What follows belongs to an exercise in optimizing a design on an open flow for small area, a short achievable clock period and few clock cycles per item; a production flow would make more cautious choices.
The RTL was checked by simulation tests, not by an equivalence proof against the original design.

===== flow/design.v =====
module g_xor2  (input wire a, input wire b, output wire y); assign y = a ^ b;    endmodule
module g_xnor2 (input wire a, input wire b, output wire y); assign y = ~(a ^ b); endmodule
module g_nand2 (input wire a, input wire b, output wire y); assign y = ~(a & b); endmodule
module g_nor2  (input wire a, input wire b, output wire y); assign y = ~(a | b); endmodule
module g_mux2i (input wire a, input wire b, input wire s, output wire y); assign y = ~(s ? b : a); endmodule
module c_a21o (input wire A1, input wire A2, input wire B1, output wire X); assign X = (A1 & A2) | B1; endmodule
module c_a22o (input wire A1, input wire A2, input wire B1, input wire B2, output wire X); assign X = (A1 & A2) | (B1 & B2); endmodule
module c_a32oi (input wire A1, input wire A2, input wire A3, input wire B1, input wire B2, output wire Y); assign Y = ~((A1 & A2 & A3) | (B1 & B2)); endmodule
module c_clkinv (input wire A, output wire Y); assign Y = ~A; endmodule
module c_nand2 (input wire A, input wire B, output wire Y); assign Y = ~(A & B); endmodule
module c_nor2 (input wire A, input wire B, output wire Y); assign Y = ~(A | B); endmodule
module c_o21a (input wire A1, input wire A2, input wire B1, output wire X); assign X = (A1 | A2) & B1; endmodule
module c_o21ai (input wire A1, input wire A2, input wire B1, output wire Y); assign Y = ~((A1 | A2) & B1); endmodule
module c_o22ai (input wire A1, input wire A2, input wire B1, input wire B2, output wire Y); assign Y = ~((A1 | A2) & (B1 | B2)); endmodule
module c_or2b (input wire A, input wire B_N, output wire X); assign X = A | ~B_N; endmodule
module c_xnor2 (input wire A, input wire B, output wire Y); assign Y = ~(A ^ B); endmodule
module c_xor2 (input wire A, input wire B, output wire X); assign X = A ^ B; endmodule
module aes_ginv(d, m);
  input [3:0] d;
  wire [3:0] d;
  output [8:0] m;
  wire [8:0] m;
  wire _00_;
  wire _01_;
  wire _02_;
  wire _03_;
  wire _04_;
  wire _05_;
  wire _06_;
  wire _07_;
  wire _08_;
  wire _09_;
  wire _10_;
  wire _11_;
  wire _12_;
  wire _13_;
  wire _14_;
  wire _15_;
  wire _16_;
  wire _17_;
  wire _18_;
  wire _19_;
  wire _20_;
  c_clkinv _21_ (
    .A(d[0]),
    .Y(_00_)
  );
  c_clkinv _22_ (
    .A(d[2]),
    .Y(_01_)
  );
  c_clkinv _23_ (
    .A(d[3]),
    .Y(_02_)
  );
  c_nand2 _24_ (
    .A(d[0]),
    .B(d[2]),
    .Y(_03_)
  );
  c_or2b _25_ (
    .A(d[3]),
    .B_N(d[1]),
    .X(_04_)
  );
  c_o21ai _26_ (
    .A1(_00_),
    .A2(_02_),
    .B1(d[1]),
    .Y(_05_)
  );
  c_xor2 _27_ (
    .A(d[1]),
    .B(d[0]),
    .X(_06_)
  );
  c_o21ai _28_ (
    .A1(d[1]),
    .A2(_03_),
    .B1(_05_),
    .Y(m[7])
  );
  c_nand2 _29_ (
    .A(d[1]),
    .B(d[2]),
    .Y(_07_)
  );
  c_nand2 _30_ (
    .A(d[3]),
    .B(_07_),
    .Y(_08_)
  );
  c_o21ai _31_ (
    .A1(d[3]),
    .A2(_03_),
    .B1(_08_),
    .Y(m[6])
  );
  c_or2b _32_ (
    .A(d[1]),
    .B_N(d[3]),
    .X(_09_)
  );
  c_nand2 _33_ (
    .A(d[0]),
    .B(_09_),
    .Y(_10_)
  );
  c_nand2 _34_ (
    .A(d[2]),
    .B(_04_),
    .Y(_11_)
  );
  c_xor2 _35_ (
    .A(_10_),
    .B(_11_),
    .X(m[5])
  );
  c_nor2 _36_ (
    .A(d[0]),
    .B(_01_),
    .Y(_12_)
  );
  c_nor2 _37_ (
    .A(d[2]),
    .B(_06_),
    .Y(_13_)
  );
  c_o21ai _38_ (
    .A1(d[1]),
    .A2(_03_),
    .B1(_02_),
    .Y(_14_)
  );
  c_o22ai _39_ (
    .A1(_09_),
    .A2(_12_),
    .B1(_13_),
    .B2(_14_),
    .Y(m[4])
  );
  c_nand2 _40_ (
    .A(_00_),
    .B(_07_),
    .Y(_15_)
  );
  c_xnor2 _41_ (
    .A(_04_),
    .B(_15_),
    .Y(m[3])
  );
  c_o21ai _42_ (
    .A1(d[0]),
    .A2(_02_),
    .B1(d[1]),
    .Y(_16_)
  );
  c_a21o _43_ (
    .A1(d[1]),
    .A2(d[3]),
    .B1(d[0]),
    .X(_17_)
  );
  c_nand2 _44_ (
    .A(_01_),
    .B(_17_),
    .Y(_18_)
  );
  c_o21ai _45_ (
    .A1(_01_),
    .A2(_16_),
    .B1(_18_),
    .Y(m[2])
  );
  c_a22o _46_ (
    .A1(d[2]),
    .A2(_09_),
    .B1(_13_),
    .B2(d[3]),
    .X(m[1])
  );
  c_nand2 _47_ (
    .A(d[2]),
    .B(d[3]),
    .Y(_19_)
  );
  c_o21ai _48_ (
    .A1(d[0]),
    .A2(_01_),
    .B1(_02_),
    .Y(_20_)
  );
  c_o21a _49_ (
    .A1(d[2]),
    .A2(_06_),
    .B1(_20_),
    .X(m[0])
  );
  c_a32oi _50_ (
    .A1(_09_),
    .A2(_16_),
    .A3(_19_),
    .B1(d[2]),
    .B2(d[0]),
    .Y(m[8])
  );
endmodule
module aes_sbox_hi (
    input  wire [7:0]  a,
    output wire [17:0] m
);
    wire U0 = a[7], U1 = a[6], U2 = a[5], U3 = a[4], U4 = a[3], U5 = a[2], U6 = a[1], U7 = a[0];
    wire T1, T2, T3, T4, T5, T6, T7, T8, T9, T10, T11, T12, T13, T14, T15, T16, T17, T18, T19, T20, T21, T22, T23, T24, T25, T26, T27, M1, M2, M3, M4, M5, M6, M7, M8, M9, M10, M11, M12, M13, M14, M15, M16, M17, M18, M19, M20, M21, M22, M23, M37, M38, M39, M40, M41, M42, M43, M44, M45;
    g_xor2 u0 (.a(U0), .b(U3), .y(T1));
    g_xor2 u1 (.a(U0), .b(U5), .y(T2));
    g_xor2 u2 (.a(U0), .b(U6), .y(T3));
    g_xor2 u3 (.a(U3), .b(U5), .y(T4));
    g_xor2 u4 (.a(U4), .b(U6), .y(T5));
    g_xor2 u5 (.a(T1), .b(T5), .y(T6));
    g_xor2 u6 (.a(U1), .b(U2), .y(T7));
    g_xor2 u7 (.a(U7), .b(T6), .y(T8));
    g_xor2 u8 (.a(U7), .b(T7), .y(T9));
    g_xor2 u9 (.a(T6), .b(T7), .y(T10));
    g_xor2 u10 (.a(U1), .b(U5), .y(T11));
    g_xor2 u11 (.a(U2), .b(U5), .y(T12));
    g_xor2 u12 (.a(T3), .b(T4), .y(T13));
    g_xor2 u13 (.a(T6), .b(T11), .y(T14));
    g_xor2 u14 (.a(T5), .b(T11), .y(T15));
    g_xor2 u15 (.a(T5), .b(T12), .y(T16));
    g_xor2 u16 (.a(T9), .b(T16), .y(T17));
    g_xor2 u17 (.a(U3), .b(U7), .y(T18));
    g_xor2 u18 (.a(T7), .b(T18), .y(T19));
    g_xor2 u19 (.a(T1), .b(T19), .y(T20));
    g_xor2 u20 (.a(U6), .b(U7), .y(T21));
    g_xor2 u21 (.a(T7), .b(T21), .y(T22));
    g_xor2 u22 (.a(T2), .b(T22), .y(T23));
    g_xor2 u23 (.a(T2), .b(T10), .y(T24));
    g_xor2 u24 (.a(T20), .b(T17), .y(T25));
    g_xor2 u25 (.a(T3), .b(T16), .y(T26));
    g_xor2 u26 (.a(T1), .b(T12), .y(T27));
    g_nand2 u27 (.a(T13), .b(T6), .y(M1));
    g_nand2 u28 (.a(T23), .b(T8), .y(M2));
    g_xnor2 u29 (.a(T14), .b(M1), .y(M3));
    g_nand2 u30 (.a(T19), .b(U7), .y(M4));
    g_xor2 u31 (.a(M4), .b(M1), .y(M5));
    g_nand2 u32 (.a(T3), .b(T16), .y(M6));
    g_nand2 u33 (.a(T22), .b(T9), .y(M7));
    g_xnor2 u34 (.a(T26), .b(M6), .y(M8));
    g_nand2 u35 (.a(T20), .b(T17), .y(M9));
    g_xor2 u36 (.a(M9), .b(M6), .y(M10));
    g_nand2 u37 (.a(T1), .b(T15), .y(M11));
    g_nand2 u38 (.a(T4), .b(T27), .y(M12));
    g_xor2 u39 (.a(M12), .b(M11), .y(M13));
    g_nand2 u40 (.a(T2), .b(T10), .y(M14));
    g_xor2 u41 (.a(M14), .b(M11), .y(M15));
    g_xnor2 u42 (.a(M3), .b(M2), .y(M16));
    g_xor2 u43 (.a(M5), .b(T24), .y(M17));
    g_xnor2 u44 (.a(M8), .b(M7), .y(M18));
    g_xor2 u45 (.a(M10), .b(M15), .y(M19));
    g_xor2 u46 (.a(M16), .b(M13), .y(M20));
    g_xor2 u47 (.a(M17), .b(M15), .y(M21));
    g_xor2 u48 (.a(M18), .b(M13), .y(M22));
    g_xor2 u49 (.a(M19), .b(T25), .y(M23));
    aes_ginv u_inv (.d({M20, M21, M22, M23}), .m({M45, M44, M43, M42, M41, M40, M39, M38, M37}));
    g_nand2 u50 (.a(M44), .b(T6), .y(m[0]));
    g_nand2 u51 (.a(M40), .b(T8), .y(m[1]));
    g_nand2 u52 (.a(M39), .b(U7), .y(m[2]));
    g_nand2 u53 (.a(M43), .b(T16), .y(m[3]));
    g_nand2 u54 (.a(M38), .b(T9), .y(m[4]));
    g_nand2 u55 (.a(M37), .b(T17), .y(m[5]));
    g_nand2 u56 (.a(M42), .b(T15), .y(m[6]));
    g_nand2 u57 (.a(M45), .b(T27), .y(m[7]));
    g_nand2 u58 (.a(M41), .b(T10), .y(m[8]));
    g_nand2 u59 (.a(M44), .b(T13), .y(m[9]));
    g_nand2 u60 (.a(M40), .b(T23), .y(m[10]));
    g_nand2 u61 (.a(M39), .b(T19), .y(m[11]));
    g_nand2 u62 (.a(M43), .b(T3), .y(m[12]));
    g_nand2 u63 (.a(M38), .b(T22), .y(m[13]));
    g_nand2 u64 (.a(M37), .b(T20), .y(m[14]));
    g_nand2 u65 (.a(M42), .b(T1), .y(m[15]));
    g_nand2 u66 (.a(M45), .b(T4), .y(m[16]));
    g_nand2 u67 (.a(M41), .b(T2), .y(m[17]));
endmodule
module aes_sbox_lo (
    input  wire [17:0] m,
    output wire [7:0]  y
);
    wire M46 = m[0], M47 = m[1], M48 = m[2], M49 = m[3], M50 = m[4], M51 = m[5], M52 = m[6], M53 = m[7], M54 = m[8], M55 = m[9], M56 = m[10], M57 = m[11], M58 = m[12], M59 = m[13], M60 = m[14], M61 = m[15], M62 = m[16], M63 = m[17];
    wire L0, L1, L2, L3, L4, L5, L6, L7, L8, L9, L10, L11, L12, L13, L14, L15, L16, L17, L18, L19, L20, L21, L22, L23, L24, L25, L26, L27, L28, L29;
    g_xor2 u0 (.a(M61), .b(M62), .y(L0));
    g_xor2 u1 (.a(M50), .b(M56), .y(L1));
    g_xor2 u2 (.a(M46), .b(M48), .y(L2));
    g_xor2 u3 (.a(M47), .b(M55), .y(L3));
    g_xor2 u4 (.a(M54), .b(M58), .y(L4));
    g_xor2 u5 (.a(M49), .b(M61), .y(L5));
    g_xnor2 u6 (.a(M62), .b(L5), .y(L6));
    g_xnor2 u7 (.a(M46), .b(L3), .y(L7));
    g_xor2 u8 (.a(M51), .b(M59), .y(L8));
    g_xor2 u9 (.a(M52), .b(M53), .y(L9));
    g_xnor2 u10 (.a(M53), .b(L4), .y(L10));
    g_xnor2 u11 (.a(M60), .b(L2), .y(L11));
    g_xor2 u12 (.a(M48), .b(M51), .y(L12));
    g_xnor2 u13 (.a(M50), .b(L0), .y(L13));
    g_xor2 u14 (.a(M52), .b(M61), .y(L14));
    g_xnor2 u15 (.a(M55), .b(L1), .y(L15));
    g_xnor2 u16 (.a(M56), .b(L0), .y(L16));
    g_xnor2 u17 (.a(M57), .b(L1), .y(L17));
    g_xnor2 u18 (.a(M58), .b(L8), .y(L18));
    g_xnor2 u19 (.a(M63), .b(L4), .y(L19));
    g_xor2 u20 (.a(L0), .b(L1), .y(L20));
    g_xor2 u21 (.a(L1), .b(L7), .y(L21));
    g_xor2 u22 (.a(L3), .b(L12), .y(L22));
    g_xor2 u23 (.a(L18), .b(L2), .y(L23));
    g_xor2 u24 (.a(L15), .b(L9), .y(L24));
    g_xor2 u25 (.a(L6), .b(L10), .y(L25));
    g_xor2 u26 (.a(L7), .b(L9), .y(L26));
    g_xor2 u27 (.a(L8), .b(L10), .y(L27));
    g_xor2 u28 (.a(L11), .b(L14), .y(L28));
    g_xor2 u29 (.a(L11), .b(L17), .y(L29));
    g_xor2 u30 (.a(L6), .b(L24), .y(y[7]));
    g_xnor2 u31 (.a(L16), .b(L26), .y(y[6]));
    g_xnor2 u32 (.a(L19), .b(L28), .y(y[5]));
    g_xor2 u33 (.a(L6), .b(L21), .y(y[4]));
    g_xor2 u34 (.a(L20), .b(L22), .y(y[3]));
    g_xor2 u35 (.a(L25), .b(L29), .y(y[2]));
    g_xnor2 u36 (.a(L13), .b(L27), .y(y[1]));
    g_xnor2 u37 (.a(L6), .b(L23), .y(y[0]));
endmodule
module aes_mixcol (
    input  wire [31:0] c,      
    input  wire        en,
    output wire [31:0] g
);
    wire [7:0] s [0:3];
    assign s[0] = c[31:24]; assign s[1] = c[23:16]; assign s[2] = c[15:8]; assign s[3] = c[7:0];
    wire [7:0] p [0:3];        
    wire [7:0] x [0:3];        
    wire [7:0] t;              
    wire [7:0] u [0:3];        
    genvar i, b;
    generate
        for (i = 0; i < 4; i = i + 1) begin : g_col
            for (b = 0; b < 8; b = b + 1) begin : g_bit
                g_xor2 u_p (.a(s[i][b]), .b(s[(i+1)%4][b]), .y(p[i][b]));
                if (b == 1 || b == 3 || b == 4) begin : g_red
                    g_xor2 u_x (.a(p[i][b-1]), .b(p[i][7]), .y(x[i][b]));
                end else if (b == 0) begin : g_b0
                    assign x[i][0] = p[i][7];
                end else begin : g_sh
                    assign x[i][b] = p[i][b-1];
                end
                g_xor2  u_u (.a(t[b]), .b(x[i][b]), .y(u[i][b]));
                g_nand2 u_g (.a(en), .b(u[i][b]), .y(g[31 - 8*i - 7 + b]));
            end
        end
        for (b = 0; b < 8; b = b + 1) begin : g_t
            g_xor2 u_t (.a(p[0][b]), .b(p[2][b]), .y(t[b]));
        end
    endgenerate
endmodule
module cph_aes (
    input  wire         clk,
    input  wire         rst,          
    input  wire         in_valid,
    output wire         in_ready,
    input  wire [255:0] in_key,       
    input  wire [127:0] in_block,     
    output reg          out_valid,
    output wire [127:0] out_block     
);
    reg          s_busy;
    reg  [3:0]   s_round;             
    reg  [127:0] st;                  
    reg  [127:0] qa;                  
    reg  [127:0] qb;                  
    reg          p_busy;
    reg  [3:0]   p_round;             
    reg  [287:0] pm;                  
    reg  [127:0] ra, rb;              
    reg  [71:0] rm;                  
    reg          rdy, ld_n;
    reg  [127:0] res;                 
    wire load = !ld_n;
    assign in_ready  = rdy;
    assign out_block = res;
    genvar g;
    wire [287:0] pm_d;
    wire [71:0] rm_d;
    generate
        for (g = 0; g < 16; g = g + 1) begin : g_sbh
            aes_sbox_hi u_sb (.a(st[127 - 8*g -: 8]), .m(pm_d[287 - 18*g -: 18]));
        end
        for (g = 0; g < 4; g = g + 1) begin : g_ksbh
            aes_sbox_hi u_ksb (.a(qb[31 - 8*g -: 8]), .m(rm_d[71 - 18*g -: 18]));
        end
    endgenerate
    wire [127:0] sub;
    generate
        for (g = 0; g < 16; g = g + 1) begin : g_sbl
            aes_sbox_lo u_sb (.m(pm[287 - 18*g -: 18]), .y(sub[127 - 8*g -: 8]));
        end
    endgenerate
    wire [127:0] shf;
    generate
        for (g = 0; g < 16; g = g + 1) begin : g_sr
            assign shf[127 - 8*g -: 8] = sub[127 - 8*((g + 4*(g % 4)) % 16) -: 8];
        end
    endgenerate
    wire p_last = (p_round == 4'd14);
    wire mc_en  = ld_n;
    wire [127:0] mg;           
    generate
        for (g = 0; g < 4; g = g + 1) begin : g_mc
            aes_mixcol u_mc (.c(shf[127 - 32*g -: 32]), .en(mc_en), .g(mg[127 - 32*g -: 32]));
        end
    endgenerate
    wire [127:0] xr, rk_n, rnd_out;
    generate
        for (g = 0; g < 128; g = g + 1) begin : g_ark
            wire ik, xs_n;
            g_xor2  u_r (.a(shf[g]), .b(rb[g]), .y(xr[g]));
            g_xor2  u_i (.a(in_block[g]), .b(in_key[128 + g]), .y(ik));
            g_mux2i u_s (.a(xr[g]), .b(ik), .s(load), .y(xs_n));
            g_xor2  u_m (.a(xs_n), .b(mg[g]), .y(rnd_out[g]));
            g_mux2i u_k (.a(rb[g]), .b(in_key[128 + g]), .s(load), .y(rk_n[g]));
        end
    endgenerate
    wire [31:0] ksub;
    generate
        for (g = 0; g < 4; g = g + 1) begin : g_ksbl
            aes_sbox_lo u_ksb (.m(rm[71 - 18*g -: 18]), .y(ksub[31 - 8*g -: 8]));
        end
    endgenerate
    reg [7:0] rcon;
    always @(*) begin
        case (p_round[3:1])
            3'd0:    rcon = 8'h01;
            3'd1:    rcon = 8'h02;
            3'd2:    rcon = 8'h04;
            3'd3:    rcon = 8'h08;
            3'd4:    rcon = 8'h10;
            3'd5:    rcon = 8'h20;
            3'd6:    rcon = 8'h40;
            default: rcon = 8'h80;
        endcase
    end
    wire [31:0] t_n;           
    wire [31:0] ksub_rot = {ksub[23:0], ksub[31:24]};
    generate
        for (g = 0; g < 32; g = g + 1) begin : g_rot
            g_mux2i u_r (.a(ksub[g]), .b(ksub_rot[g]), .s(p_round[0]), .y(t_n[g]));
        end
    endgenerate
    wire [31:0] rc = {p_round[0] ? rcon : 8'h00, 24'h0};
    wire [31:0] b0 = ra[127:96], b1 = ra[95:64], b2 = ra[63:32], b3 = ra[31:0];
    wire [31:0] c1, c2, c3, n0, n1, n2, n3;
    generate
        for (g = 0; g < 32; g = g + 1) begin : g_ks
            wire e0, e1, e2, e3;
            g_xor2  u_p1 (.a(b0[g]), .b(b1[g]), .y(c1[g]));     
            g_xor2  u_p2 (.a(c1[g]), .b(b2[g]), .y(c2[g]));     
            g_xor2  u_p3 (.a(c2[g]), .b(b3[g]), .y(c3[g]));     
            if (g >= 24) begin : g_rc
                g_xor2 u_r0 (.a(b0[g]), .b(rc[g]), .y(e0));
                g_xor2 u_r1 (.a(c1[g]), .b(rc[g]), .y(e1));
                g_xor2 u_r2 (.a(c2[g]), .b(rc[g]), .y(e2));
                g_xor2 u_r3 (.a(c3[g]), .b(rc[g]), .y(e3));
            end else begin : g_norc
                assign e0 = b0[g];
                assign e1 = c1[g];
                assign e2 = c2[g];
                assign e3 = c3[g];
            end
            g_xor2  u_n0 (.a(e0), .b(t_n[g]), .y(n0[g]));
            g_xnor2 u_n1 (.a(e1), .b(t_n[g]), .y(n1[g]));
            g_xor2  u_n2 (.a(e2), .b(t_n[g]), .y(n2[g]));
            g_xnor2 u_n3 (.a(e3), .b(t_n[g]), .y(n3[g]));
        end
    endgenerate
    always @(posedge clk) begin
        if (rst) begin
            s_busy    <= 1'b0;
            p_busy    <= 1'b0;
            out_valid <= 1'b0;
            rdy       <= 1'b1;
            ld_n      <= 1'b0;
            s_round   <= 4'd1;
            p_round   <= 4'd1;
        end else begin
            p_busy    <= s_busy;
            p_round   <= s_round;
            out_valid <= p_busy && p_last;
            rdy       <= !s_busy || (s_round == 4'd14);
            ld_n      <= s_busy && (s_round != 4'd14);
            if (load) begin
                s_busy  <= in_valid;
                s_round <= 4'd1;
            end else begin
                s_busy  <= 1'b1;
                s_round <= p_round + 4'd1;
            end
        end
    end
    always @(posedge clk) begin
        pm <= pm_d;
        ra <= qa;
        rb <= qb;
        rm <= rm_d;
        st <= rnd_out;
        qa <= rk_n;
        res <= xr;
        qb <= load ? in_key[127:0] : {n0, n1, n2, n3};
    end
endmodule

===== flow/flow/run.sh =====
#!/bin/bash
# The standard layout, except that the port buffers are plain
# sky130_fd_sc_hd__buf_1 cells rather than the delay cells buffer_ports picks.
set -euo pipefail
bash standard.sh "BUFFER_PORTS_ARGS=-buffer_cell sky130_fd_sc_hd__buf_1" finish > standard_flow.log 2>&1

===== flow/standard.sh =====
#!/bin/bash
# synth_recipe.tcl (not shown) runs the flow's synth.tcl, then flattens the netlist and writes it again
# the make line also repeats each setting of config.mk as NAME=value (left out here)
make -C /OpenROAD-flow-scripts/flow DESIGN_CONFIG=/design/flow/config.mk WORK_HOME=/design/flow/orfs CLKGATE_MAP_FILE= SYNTH_SCRIPT=/design/flow/synth_recipe.tcl "${@:-finish}"

===== flow/config.mk =====
export PLATFORM = sky130hd
export DESIGN_NAME = cph_aes
export DESIGN_NICKNAME = cph_aes
export VERILOG_FILES = /design/flow/design.v
export SDC_FILE = /design/flow/constraint.sdc
export NUM_CORES = 8
export LEC_CHECK = 0
export CAP_MARGIN = 20
export CORE_MARGIN = 2
export CORE_UTILIZATION = 55
export CTS_CLUSTER_DIAMETER = 100
export CTS_CLUSTER_SIZE = 20
export PLACE_DENSITY = 0.65
export SETUP_SLACK_MARGIN = 5.0
export SLEW_MARGIN = 20
export SYNTH_HIERARCHICAL = 1
export SYNTH_MINIMUM_KEEP_SIZE = 0

===== flow/constraint.sdc =====
create_clock -name core_clock -period 8.0 [get_ports {clk}]
set_input_delay 1.6000 -clock core_clock [delete_from_list [all_inputs] [get_ports {clk}]]
set_output_delay 1.6000 -clock core_clock [all_outputs]
set_load 0.01 [all_outputs]

==> results.py, run 1 <==
metrics = {
    "critical_path": {
        "crit_required_ps": 8500,
        "worst-path-buf-inv": 1,
        "rr_startpoint": "pm[239]",
        "cp_slowest_stage_delay_ps": 550,
        "timing.critical_path.from_type": "flip-flop",
        "cpLargestDelayFamily": "XOR/XNOR gates",
        "worstPathCellList": "xor2_1 -> xnor2_1 -> xor2_1 -> xnor2_2 -> xor2_1 -> xor2_2 -> buf_4 -> xor2_1 -> nand2_1 -> xor2_1",
        "worst-setup-path-type": "flip-flop to flip-flop",
        "r2r_slack_ps": 4990,
        "cp_data_arrival_time_ps": 3500,
        "cp_max_fo": 4,
        "timing.rr.end": "st[48]",
        "critical_path.endpoint_type": "flip-flop",
        "r2r_cells": 10,
        "cpMostUsedCell": "xor2_1",
        "max_stage_delay_cell_worst_path": "xnor2_2",
    },
    "floorplan": {
        "starting_density_of_the_core": 0.555,
        "num_rows": 116,
        "placeableCoreArea_sq_um": 100000,
        "floorplan.die_area_sq_um": 104000,
        "die_h_um": 322,
        "boundaryPins": 517,
        "die_width_um": 322,
    },
    "placed_design": {
        "hpwl_reported_at_the_end_of_detailed_placement_um": 145000,
        "io_buffer_count": 516,
        "gp_congestion": 0.970,
    },
    "synth": {
        "syn_nets": 5824,
        "synth-seq-cells": 1141,
        "total_of_warnings_raised_by_yosys": 8,
        "synth_flop_cell": "dfxtp_1",
        "synthTopCellsByCount": "xor2_1, dfxtp_1, nand2_1",
        "synth.largest_area_cell": "dfxtp_1",
        "yosysTopAreaCellShare": 0.411,
        "syn-cell-area_sq_um": 55600,
        "yosys-top-cells-area": "dfxtp_1, xor2_1, xnor2_1",
        "synth_enable_flop_cells": 0,
        "synthesis.area_per_instance_sq_um": 10.2,
        "yosys.cell_count.top_type": "xor2_1",
        "synth_cells": 5435,
        "sequential_fraction_of_the_synthesis_area": 0.411,
        "synth_cell_type_count": 29,
        "postSynth.asyncResetShare": 0,
    },
    "drt": {
        "detail_route.wl_per_cell_um": 23.8,
        "detailroute.via_count": 39397,
        "drt-total-wl_um": 182000,
        "via_per_inst": 5.16,
        "drt-initial-drc-count": 2866,
        "route.antenna.remaining_nets": 0,
        "detailedRoute.firstPassIterationCount": 5,
        "total_drc_errors_in_the_routed_layout": 0,
    },
    "grt": {
        "grt.overflow.total": 0,
        "wire_length_of_the_first_global_routing_pass_um": 250000,
        "antenna_found_initial": 12,
        "track_usage": 0.335,
        "grt_start_max_net_pins": 121,
        "grt_pass1_vias": 37827,
    },
    "clock_tree": {
        "clock_tree_from_tritoncts": "built",
        "clock_latency_ps": 680,
        "maximum_clock_insertion_buffer_count": 3,
        "ctsHoldBuffers": 0,
        "tritoncts_num_sinks": 1141,
        "cts_buffers": 67,
        "clk_pin_slew_worst_paths_ps": 90,
        "cts-root-buf": "clkbuf_16",
        "cts_htree_levels": 3,
    },
    "timing": {
        "tns_ps": 0,
        "slew_headroom": 0.257,
        "final.min_clock_period_ps": 3010,
        "clock_skew_ps": 30.1,
        "tightestPinTransition_ps": 1080,
        "hold_vio_cnt_final": 0,
        "final-setup-viol-count": 0,
        "grt_setup_unrepaired": "yes",
        "final-max-slew-violation-count": 0,
        "layout_worst_path_cycle_share": 0.376,
        "fmaxAchievable_mhz": 332,
    },
    "cells_and_area": {
        "drive_above_1_share": 0.198,
        "area_growth_syn_to_layout_pct": 24.8,
        "fill_cells": 7750,
        "num-nets-final": 6718,
    },
    "run_status": {
        "outcome": "no timing/DRC/antenna violations",
    },
    "worst_hold_path": {
        "hold_path_cell_cnt": 0,
        "holdPathEnd": "ra[40]",
        "min_from": "qa[40]",
        "hp-class": "flip-flop to flip-flop",
    },
    "flow_run": {
        "max-cap-violations": 0,
    },
}
[layout make-up]
class / instances / area, sq um / share of cell area
clock inverter: 9 / 111 / 0.00160
tap: 1298 / 1620 / 0.0234
sequential: 1141 / 23000 / 0.331
multi-input combinational: 4216 / 38200 / 0.550
clock buffer: 70 / 1710 / 0.0246
inverter: 62 / 236 / 0.00341
timing repair buffer: 841 / 4540 / 0.0654
antenna: 5 / 12.5 / 0.000180
[worst max path at each step]
stage                  from      end  slack (ps)  depth (start not counted)
floorplan              ld_n    st[0]        1070                          6
global placement     pm[15]   st[98]        4050                          9
detailed placement  st[103]  pm[220]        4150                         11
CTS                 pm[207]   st[78]        4910                          9
global route         st[73]  pm[179]        4890                         11
finish              pm[239]   st[48]        4990                         10
[sequential cells by signal, summed over array words and instances, names as in the netlist]
| name | cells |
|---|---|
| st | 128 |
| qb | 128 |
| rm | 72 |
| rdy | 1 |
| s_busy | 1 |
| p_busy | 1 |
| rb | 128 |
| out_valid | 1 |
| qa | 128 |
| p_round | 4 |
| ld_n | 1 |
| s_round | 4 |
| res | 128 |
| ra | 128 |
| pm | 288 |
[layer usage]
layer | vias to the layer above | routed length (um) | GRT usage
met3 | 297 | 10400 | 0.0411
met1 | 19270 | 77700 | 0.451
met2 | 1369 | 84900 | 0.549
met5 | - | 32 | 0
li1 | 18457 | - | -
met4 | 4 | 8770 | 0.130
[cells by family after synthesis]
| family | count (synthesis) | share of synthesized area |
|---|---|---|
| xor+xnor | 2617 | 0.412 |
| flops | 1141 | 0.411 |
| simple gates | 940 | 0.0661 |
| mux | 417 | 0.0779 |
| compound gates | 240 | 0.0265 |
| buf+inv | 78 | 0.00634 |
| fa+ha+maj | 2 | 0.000450 |
[through the flow]
step                      instances  hold WS (ps)  utilization  setup slack, ps  instance area (sq um)
after floorplan                5435           310            -             1070                  55600
after global placement         7286           310        0.594             4050                  59500
after detailed placement       7286           312        0.595             4150                  59500
after CTS                      7447           318        0.649             4910                  65000
after global routing           7637           313        0.693             4890                  69400
final                          7642           311        0.693             4990                  69400
[cells in the final DEF, fill, tap and decap left out, types with 4 or more instances in the layout]
cell / count
a21o_1: 20
a22o_1: 20
a32oi_1: 18
buf_1: 516
buf_12: 13
buf_4: 311
clkbuf_16: 68
dfxtp_1: 1037
dfxtp_2: 94
dfxtp_4: 10
diode_2: 5
inv_1: 61
inv_6: 5
mux2_2: 128
mux2i_1: 272
mux2i_2: 17
nand2_1: 831
nand2b_1: 44
nor2_1: 49
nor2b_1: 4
o21a_1: 20
o21ai_1: 139
o22ai_1: 16
o22ai_2: 4
xnor2_1: 378
xnor2_2: 65
xor2_1: 1647
xor2_2: 420
xor2_4: 105
[Yosys stat by module, one instance, submodules excluded, excerpt]
module	copies in the design	area, sq um	cells
cph_aes	1	24600	1323
c_a22o	20	8.76	1
g_xor2	2132	8.76	1
c_o21a	20	7.51	1
c_o22ai	20	6.26	1
c_clkinv	60	3.75	1
[what timing repair did]
action | CTS | global route
pin swaps | 48 | 148
endpoints found under the setup margin | 485 | 473
gates resized for setup | 399 | 433
setup buffers | 82 | 190
Testbench counts, summed over its fixed seeds: cycles 45,408, items 3,238.
==> inputs of run 2 (changes only) <==
==> flow/flow/run.sh (replaced) <==
#!/bin/bash
# The standard layout, except that the port buffers are plain
# sky130_fd_sc_hd__buf_1 cells rather than the delay cells buffer_ports picks,
# and that timing repair aims for 5.2 ns of setup slack at the 8 ns clock.
set -euo pipefail
bash standard.sh "BUFFER_PORTS_ARGS=-buffer_cell sky130_fd_sc_hd__buf_1" "SETUP_SLACK_MARGIN=5.2" finish > standard_flow.log 2>&1
==> run 2 against run 1 <==
Largest cell class unchanged. Cell area up 11%. Via count up 6.8%. Synthesized cell count unchanged. Die area unchanged. Still clean on timing, DRC and antenna. Area after synthesis unchanged. Worst hold slack better by 11 ps. Sequential share of layout area down 2.8 points. Setup slack better by 22 ps.
==> results.py, run 2 <==
metrics = {
    "synth": {
        "synth.largest_area_cell": "dfxtp_1",
        "syn_nets": 5824,
        "sequential_fraction_of_the_synthesis_area": 0.411,
        "synth_flop_cell": "dfxtp_1",
        "syn-cell-area_sq_um": 55600,
        "synth_cell_type_count": 29,
        "synth_enable_flop_cells": 0,
        "postSynth.asyncResetShare": 0,
        "synth_cells": 5435,
        "synthTopCellsByCount": "xor2_1, dfxtp_1, nand2_1",
        "synth-seq-cells": 1141,
        "total_of_warnings_raised_by_yosys": 8,
        "synthesis.area_per_instance_sq_um": 10.2,
        "yosys.cell_count.top_type": "xor2_1",
        "yosys-top-cells-area": "dfxtp_1, xor2_1, xnor2_1",
        "yosysTopAreaCellShare": 0.411,
    },
    "worst_hold_path": {
        "min_from": "qb[69]",
        "hp-class": "flip-flop to flip-flop",
        "hold_path_cell_cnt": 0,
    },
    "placed_design": {
        "place_inst": 7286,
        "placement.cell_area_sq_um": 60000,
        "io_buffer_count": 516,
        "gp_congestion": 0.959,
        "hpwl_reported_at_the_end_of_detailed_placement_um": 145000,
    },
    "cells_and_area": {
        "ff_latch_area_sq_um": 23300,
        "util_after_layout": 0.767,
        "register_name_with_the_most_flops": "pm",
        "largest_register_ff_count": 288,
        "mostFrequentLayoutCell": "xor2_1",
        "drive_above_1_share": 0.319,
        "multi_input_area_sq_um": 42200,
        "area_growth_syn_to_layout_pct": 38.2,
        "final_non_filler_cells": 8018,
        "fill_cells": 6532,
        "num-nets-final": 7101,
        "postLayoutCellArea_sq_um": 76900,
        "layout.cells.most_common_list": "xor2_1, dfxtp_1, nand2_1",
    },
    "clock_tree": {
        "clock_latency_ps": 680,
        "maximum_clock_insertion_buffer_count": 3,
        "cts_htree_levels": 3,
        "clk_pin_slew_worst_paths_ps": 90,
        "cts-root-buf": "clkbuf_16",
        "cts_buffers": 67,
        "clock_tree_from_tritoncts": "built",
        "tritoncts_num_sinks": 1141,
        "ctsHoldBuffers": 0,
    },
    "timing": {
        "layout_worst_path_cycle_share": 0.373,
        "tns_ps": 0,
        "final.min_clock_period_ps": 2990,
        "final.hold.worst_slack_ps": 323,
        "grt_setup_unrepaired": "yes",
        "slew_headroom": 0.287,
        "final-max-slew-violation-count": 0,
        "clock_skew_ps": 25.9,
        "final-setup-viol-count": 0,
        "fmaxAchievable_mhz": 335,
        "hold_vio_cnt_final": 0,
        "tightestPinTransition_ps": 1070,
    },
    "critical_path": {
        "timing.critical_path.from_type": "flip-flop",
        "critical_path.endpoint_type": "flip-flop",
        "r2r_cells": 11,
        "cp_max_fo": 7,
        "cp_data_arrival_time_ps": 3540,
        "r2r_slack_ps": 5010,
        "worst-setup-path-type": "flip-flop to flip-flop",
        "crit_required_ps": 8550,
        "rr_startpoint": "qb[13]",
        "critical_path.startpoint": "qb[13]",
    },
    "grt": {
        "wire_length_of_the_first_global_routing_pass_um": 259000,
        "grt_start_max_net_pins": 64,
        "grt.overflow.total": 0,
        "antenna_found_initial": 7,
        "track_usage": 0.346,
        "grt_pass1_vias": 39105,
    },
    "drt": {
        "drt-initial-drc-count": 3793,
        "via_per_inst": 5.25,
        "detailroute.via_count": 42090,
        "drt-total-wl_um": 198000,
        "total_drc_errors_in_the_routed_layout": 0,
        "detail_route.wl_per_cell_um": 24.7,
        "detailedRoute.firstPassIterationCount": 6,
        "route.antenna.remaining_nets": 0,
    },
    "floorplan": {
        "starting_density_of_the_core": 0.555,
        "boundaryPins": 517,
        "die_width_um": 322,
        "die_h_um": 322,
        "num_rows": 116,
        "placeableCoreArea_sq_um": 100000,
        "floorplan.die_area_sq_um": 104000,
    },
    "run_status": {
        "outcome": "no timing/DRC/antenna violations",
    },
    "flow_run": {
        "max-cap-violations": 0,
    },
}
==> run 2: cell count changes in the layout (fill, tap and decap cells not counted), moves of 39 or more <==
cell     before   now
buf_4       311   657
dfxtp_1    1037   945
dfxtp_4      10    88
o21ai_1     139   100
o21ai_2       1    40
xnor2_1     378   309
xnor2_2      65   131
xor2_1     1647  1431
xor2_2      420   522
xor2_4      105   219
==> run 2: path summary, 6_finish.rpt <==
check | endpoint
worst max-delay path | rm[26]
worst min-delay path | rb[69]
worst max register to register | rm[26]
worst min register to register | rb[69]
==> run 2: through the flow <==
stage,worst slack (ps)
5_1_grt,4880
2_1_floorplan,1070
3_5_place_dp,4240
3_3_place_gp,4040
4_1_cts,5020
6_report,5010
==> run 2: final cells by class <==
| class | count | area share |
|---|---|---|
| Clock buffer | 71 | 0.0227 |
| Tap cell | 1298 | 0.0211 |
| Timing Repair Buffer | 1224 | 0.101 |
| Sequential cell | 1141 | 0.303 |
| Antenna cell | 1 | 0.0000326 |
| Inverter | 62 | 0.00311 |
| Clock inverter | 5 | 0.000537 |
| Multi-Input combinational cell | 4216 | 0.549 |
==> run 2: cell families after synthesis <==
group,count (synthesis),share of synthesized area
xor+xnor,2617,0.412
compound gates,240,0.0265
simple gates,940,0.0661
fa+ha+maj,2,0.000450
buf+inv,78,0.00634
flops,1141,0.411
mux,417,0.0779
==> run 2: critical path, stage by stage, from the launching register on <==
cell and delay (ps):
dfxtp_2 450, xor2_4 300, xor2_2 320, xor2_2 280
nand2_1 150, xor2_2 200, xor2_2 270, xor2_4 280
xor2_1 210, nor2_1 100, o22ai_1 210, nand2_1 100
==> run 2: timing repair <==
item,4_1_cts,5_1_grt
setup endpoints to repair,533,520
resized for setup,723,782
pin swaps,174,357
buffers inserted,225,429
==> run 2: layer usage <==
| layer | part of all wire | global-route usage | vias up | wire length [um] |
|---|---|---|---|---|
| li1 | - | - | 19084 | - |
| met1 | 0.41 | 0.475 | 20749 | 81800 |
| met2 | 0.47 | 0.551 | 1840 | 92400 |
| met3 | 0.064 | 0.0435 | 415 | 12700 |
| met4 | 0.057 | 0.147 | 2 | 11200 |
| met5 | 0.000066 | 0 | - | 13 |
==> run 2: Yosys stat by module (local to each module, per instance), excerpt <==
module	cell area (sq um)	times used	flops+latches	cells inside
c_xor2	8.76	40	0	1
g_xor2	8.76	2132	0	1
c_a22o	8.76	20	0	1
c_o21a	7.51	20	0	1
g_mux2i	10.0	288	0	1
g_xnor2	8.76	424	0	1
c_a32oi	8.76	20	0	1
c_or2b	6.26	40	0	1

afterwards: timing with drivers on the ports:
The results above use ideal ports. As a check the final layouts listed here were re-extracted and re-timed, cells and wires unchanged.
Step 1: set_driving_cell puts a clkbuf_16 on clk and a buf_2 on each other input, an assumption about the parent block.
Step 2 moves the port delays by t, midway between the first and last clock arrival at a register: inputs arrive t later, outputs are due t later. That takes back most of the time a late clock gives input paths.
Slacks: ideal / step 1 / step 2; pairs: ideal / step 1.
run | shift t [ns] | setup WS [ns] | worst register clock-pin slew, ns | pins driven straight from the clock port
run 1 | 0.742 | 4.991 / 4.991 / 4.948 | 0.09 / 0.09 | 1
run 2 | 0.740 | 5.014 / 5.014 / 4.829 | 0.10 / 0.10 | 1
After both steps setup and hold are still met in every run listed. The setup slack of run 2, which loses most, moves by 0.000 ns with the drivers and by -0.185 ns with both steps.
